Context: an optimization exercise on an open-source flow, tuned for small area. The choices shown serve that exercise and are no tape-out recipe. Function was checked by simulation only, so behaviour that the tests miss may differ from the original. Power figures rest on the tool's default switching activity, not on a simulated workload.

// mi_decim
module mi_decim (
    input  wire        clk,
    input  wire        rst,
    input  wire        en,
    input  wire        align,
    input  wire        invert,
    input  wire        mod_tick,
    input  wire        mod_dat,
    input  wire [4:0]  guard_count,
    input  wire        guard_hi_en,
    input  wire        guard_lo_en,
    input  wire [23:0] guard_hi,
    input  wire [23:0] guard_lo,
    input  wire        ovr_clr,
    output reg         swift_valid,
    output wire [31:0] swift_word,
    output reg         control_valid,
    output wire [31:0] control_word,
    output reg         quiet_valid,
    output wire [31:0] quiet_word,
    output reg         record_valid,
    output wire [31:0] record_word,
    output reg         stat_ovr,
    output reg         ovr_sticky,
    output reg         guard_hi_live,
    output reg         guard_lo_live
);
For scale: ~1000 cells after synthesis, roughly 290 flip-flops, about 200 I/O pins.
export LEC_CHECK = 0
export ABC_CLOCK_PERIOD_IN_PS = 15000
export CAP_MARGIN = 20
export CORE_MARGIN = 2
export CORE_UTILIZATION = 40
export SLEW_MARGIN = 20
create_clock -name core_clock -period 40.0 [get_ports {clk}]
standard.sh (not shown) runs the stock make flow with config.mk's settings and CLKGATE_MAP_FILE= SYNTH_SCRIPT=/design/flow/synth_recipe.tcl, a recipe that flattens the netlist after the stock synthesis.
==> flow/flow/run.sh <==
#!/bin/bash
set -euo pipefail
bash standard.sh "BUFFER_PORTS_ARGS=-buffer_cell sky130_fd_sc_hd__buf_1" \
  "CTS_ARGS=-sink_clustering_enable -repair_clock_nets -dont_use_dummy_load -buf_list sky130_fd_sc_hd__clkbuf_4" \
  finish > standard.log 2>&1
The starting point produced a clean layout.
==> next run, changes <==
==> flow/run.sh (new file) <==
#!/bin/bash
# synth_recipe.tcl (not shown) runs the flow's synth.tcl, then flattens the netlist and writes it again
# the make line also repeats each setting of config.mk as NAME=value (left out here)
make -C /OpenROAD-flow-scripts/flow DESIGN_CONFIG=/design/flow/config.mk WORK_HOME=/design/flow/orfs CLKGATE_MAP_FILE= SYNTH_SCRIPT=/design/flow/synth_recipe.tcl finish
removed: flow/flow/run.sh
removed: flow/standard.sh
The new run went through all stages and came out clean. Power climbs by 9.3%. Critical path depth climbs by 1. Cell area climbs by 11%. Worst setup slack gets worse by 0.23 ns. Wire length climbs by 2.7%. Sequential power hardly moves. Combinational power climbs by about 2%. Fmax drops by 0.80%. Utilization climbs by 5.1 points. Clock power climbs by 56%. Synthesized cell count stays the same.
==> next run, changes <==
==> flow/flow/run.sh (new file) <==
#!/bin/bash
# The standard layout, with each port buffered by a buf_1 rather than the
# resizer's default buffer choice. make's output goes to standard.log; the
# tools' own logs stay under orfs/logs.
set -euo pipefail
bash standard.sh "BUFFER_PORTS_ARGS=-buffer_cell sky130_fd_sc_hd__buf_1" finish > standard.log 2>&1
==> flow/standard.sh (new file) <==
#!/bin/bash
# synth_recipe.tcl (not shown) runs the flow's synth.tcl, then flattens the netlist and writes it again
# the make line also repeats each setting of config.mk as NAME=value (left out here)
make -C /OpenROAD-flow-scripts/flow DESIGN_CONFIG=/design/flow/config.mk WORK_HOME=/design/flow/orfs CLKGATE_MAP_FILE= SYNTH_SCRIPT=/design/flow/synth_recipe.tcl "${@:-finish}"
removed: flow/run.sh
The new run finished with timing, DRC and antenna clean.
Combinational power goes down by about 2%.
Final cell count stays flat.
Flip-flop and latch count stays the same.
Non-clock buffer count goes down by 1.
Sequential power hardly moves.
Maximum frequency goes up by 0.64%.

---

mi_decim, a different RTL version from the one above (not shown whole).
For scale: roughly 970 cells after synthesis, about 280 flip-flops, about 200 I/O pins, about 13000 um^2 of cells after synthesis.
Settings: LEC_CHECK=0, ABC_CLOCK_PERIOD_IN_PS=15000, CAP_MARGIN=20, CORE_MARGIN=2, CORE_UTILIZATION=75, PLACE_DENSITY=0.85, SLEW_MARGIN=20; clock period 40.0 ns.
==> flow/flow/run.sh <==
#!/bin/bash
# The standard layout (standard.sh), with two changes:
# - each port is buffered by a buf_1 instead of the resizer's default pick;
# - clock tree: clkbuf_4 buffers, clusters of at most 10 sinks within 40 um,
#   no dummy loads.
# make's output goes to standard.log; the tools' own logs are under orfs/logs.
set -euo pipefail
bash standard.sh "BUFFER_PORTS_ARGS=-buffer_cell sky130_fd_sc_hd__buf_1" \
  "CTS_ARGS=-sink_clustering_enable -repair_clock_nets -dont_use_dummy_load -buf_list sky130_fd_sc_hd__clkbuf_4 -sink_clustering_size 10 -sink_clustering_max_diameter 40" \
  finish > standard.log 2>&1
The baseline went through all stages and came out clean.
Edit:
--- a/flow/config.mk
+++ b/flow/config.mk
@@ -11,2 +11 @@
-export CORE_UTILIZATION = 75
-export PLACE_DENSITY = 0.85
+export CORE_UTILIZATION = 40
What happened: The changed run ran to the end with no violations. Setup slack improved by 0.28 ns. Global-route usage came out lower by 13 points. Non-clock buffer count came out lower by 1. Final cell count came out higher by 13%. First-iteration DRC count came out lower by 30%. Sequential cell count does not change. Area after synthesis does not change. Core utilization came out lower by 38 points. Worst hold slack got worse by 0.025 ns. Wire length came out higher by 6.0%. Power came out lower by 1.2%.

---

Starting RTL as in the previous note.
export LEC_CHECK = 0
export ABC_CLOCK_PERIOD_IN_PS = 15000
export CAP_MARGIN = 20
export CORE_MARGIN = 2
export CORE_UTILIZATION = 40
export SLEW_MARGIN = 20
create_clock -name core_clock -period 40.0 [get_ports {clk}]
==> flow/flow/run.sh <==
#!/bin/bash
# The standard layout (standard.sh), with three changes:
# - the combinational logic of the standard synthesis is mapped again for
#   area by ABC (deepsyn, then amap) in Yosys; the flip-flops are kept as
#   they are (same instances, names and cells), only the gates between them
#   change;
# - each port is buffered by a buf_1 instead of the resizer's default pick;
# - clock tree: clkbuf_4 buffers, clusters of at most 10 sinks within 40 um,
#   no dummy loads.
# Each tool's output goes to a log of its own here: standard_synth.log,
# prep.log, resynth.log, check.log, standard.log (the tools' own logs of the
# standard steps are under orfs/logs).
set -euo pipefail
ARGS=("BUFFER_PORTS_ARGS=-buffer_cell sky130_fd_sc_hd__buf_1"
      "CTS_ARGS=-sink_clustering_enable -repair_clock_nets -dont_use_dummy_load -buf_list sky130_fd_sc_hd__clkbuf_4 -sink_clustering_size 10 -sink_clustering_max_diameter 40")
RES=$PWD/orfs/results/$FLOW_PLATFORM/mi_decim/base
LIB=$FLOW_HOME/platforms/$FLOW_PLATFORM/lib/sky130_fd_sc_hd__tt_025C_1v80.lib
YOSYS=$(command -v yosys || echo "$FLOW_HOME/../tools/install/yosys/bin/yosys")

# 1. the standard synthesis, up to its netlist
bash standard.sh "${ARGS[@]}" "$RES/1_2_yosys.v" > standard_synth.log 2>&1
cp "$RES/1_2_yosys.v" standard_netlist.v

# 2. the library without the platform's don't-use cells, its combinational
#    cells as Verilog, and the netlist with its flip-flops as Yosys cells
{
  python3 flow/filter_lib.py "$LIB" use.lib 'sky130_fd_sc_hd__(lpflow_.*|probe_p_8|probec_p_8)'
  python3 flow/genmodels.py use.lib comb_models.v
  python3 flow/ff2int.py standard_netlist.v netlist_int.v
} > prep.log 2>&1

# 3. map the gates again
cat > resynth.ys <<EOT
read_liberty -lib use.lib
read_verilog -overwrite comb_models.v
read_verilog -icells netlist_int.v
hierarchy -check -top $FLOW_TOP
flatten
simplemap
opt_clean -purge
abc -liberty use.lib -script flow/area.abc
read_liberty -lib -overwrite use.lib
opt_clean -purge
hilomap -singleton -hicell sky130_fd_sc_hd__conb_1 HI -locell sky130_fd_sc_hd__conb_1 LO
splitnets
insbuf -buf sky130_fd_sc_hd__buf_4 A X
opt_clean -purge
check -assert
write_verilog -noattr -noexpr -nohex -nodec resynth_int.v
EOT
"$YOSYS" -s resynth.ys > resynth.log 2>&1
python3 flow/int2ff.py resynth_int.v resynth.v >> prep.log 2>&1

# 4. check the new netlist: mapped, and the same flip-flops as the standard one
cat > check.ys <<EOT
read_liberty -lib use.lib
read_verilog resynth.v
hierarchy -check -top $FLOW_TOP
check -assert -mapped
stat -liberty use.lib
EOT
"$YOSYS" -s check.ys > check.log 2>&1
python3 - >> check.log 2>&1 <<'EOT'
import re, sys
def flops(f):
    v = open(f).read()
    return sorted((t, n.strip()) for t, n in
                  re.findall(r'^\s*(sky130_fd_sc_hd__\w*df\w*)\s+(\S+\s?)\s*\(', v, re.M))
a, b = flops('standard_netlist.v'), flops('resynth.v')
print('flip-flops: standard', len(a), 'resynthesized', len(b), 'same' if a == b else 'DIFFERENT')
sys.exit(0 if a == b else 1)
EOT
cp resynth.v "$RES/1_2_yosys.v"

# 5. the rest of the standard layout
bash standard.sh "${ARGS[@]}" finish > standard.log 2>&1
==> flow/flow/area.abc <==
strash
&get -n
&deepsyn -J 800 -T 1800
&put
dch -f
amap
strash
dch -f
amap
topo
Other scripts of this flow, unchanged in this note and not shown: flow/flow/ff2int.py, flow/flow/filter_lib.py, flow/flow/genmodels.py, flow/flow/int2ff.py
The first run produced a clean layout.
Next try:
==> flow/flow/area.abc (replaced) <==
strash
&get -n
&deepsyn -J 200 -T 900
&put
dch -f
amap
topo
Cell area is higher by 0.30%.
Sequential cell count does not change.
Worst setup slack loses 33 ps.
Final cell count is about the same.
Wire length is lower by 0.86%.
Synthesized cell count hardly moves.
Clock power is about the same.
Synthesized area is higher by 0.35%.
Global-route usage is lower by 0.17 points.
Via count is lower by 0.39%.
Utilization is lower by 0.61 points.

## re-timing with driven ports
In the flow no input, the clock included, has a driving cell. The finished layouts below were timed again as built, in two steps.
Step 1 (the two cells are an assumption about what drives the block):
set clk [get_ports {clk}]
set_driving_cell -lib_cell sky130_fd_sc_hd__clkbuf_16 $clk
set_driving_cell -lib_cell sky130_fd_sc_hd__buf_2 [delete_from_list [all_inputs] $clk]
Step 2, shift: input delay + t, output delay - t, t = (earliest + latest rising clock arrival at the registers) / 2. This alone moves slack from input paths to output paths.
Three values: ideal ports, drivers, drivers and shift; two values: the first two.
| run | t (ns) | setup slack, ns | worst slew at a driven data input, ns |
|---|---|---|---|
| the first run of note 1 | 0.668 | 10.994 / 11.019 / 10.351 | 0.04 |
| the second run of note 1 | 0.586 | 10.759 / 10.777 / 10.191 | 0.05 |
| the third run of note 1 | 0.598 | 10.946 / 10.975 / 10.377 | 0.04 |
| the first run of note 2 | 0.649 | 8.466 / 8.488 / 7.839 | 0.06 |
| the second run of note 2 | 0.645 | 8.747 / 8.764 / 8.119 | 0.07 |
| the first run of note 3 | 0.648 | 15.551 / 15.579 / 14.931 | 0.09 |
| the second run of note 3 | 0.657 | 15.518 / 15.539 / 14.882 | 0.11 |
After both steps every run listed still meets setup and hold. For the first run of note 1, which loses most, drivers alone change the setup slack by +0.025 ns; drivers and shift together by -0.643 ns.
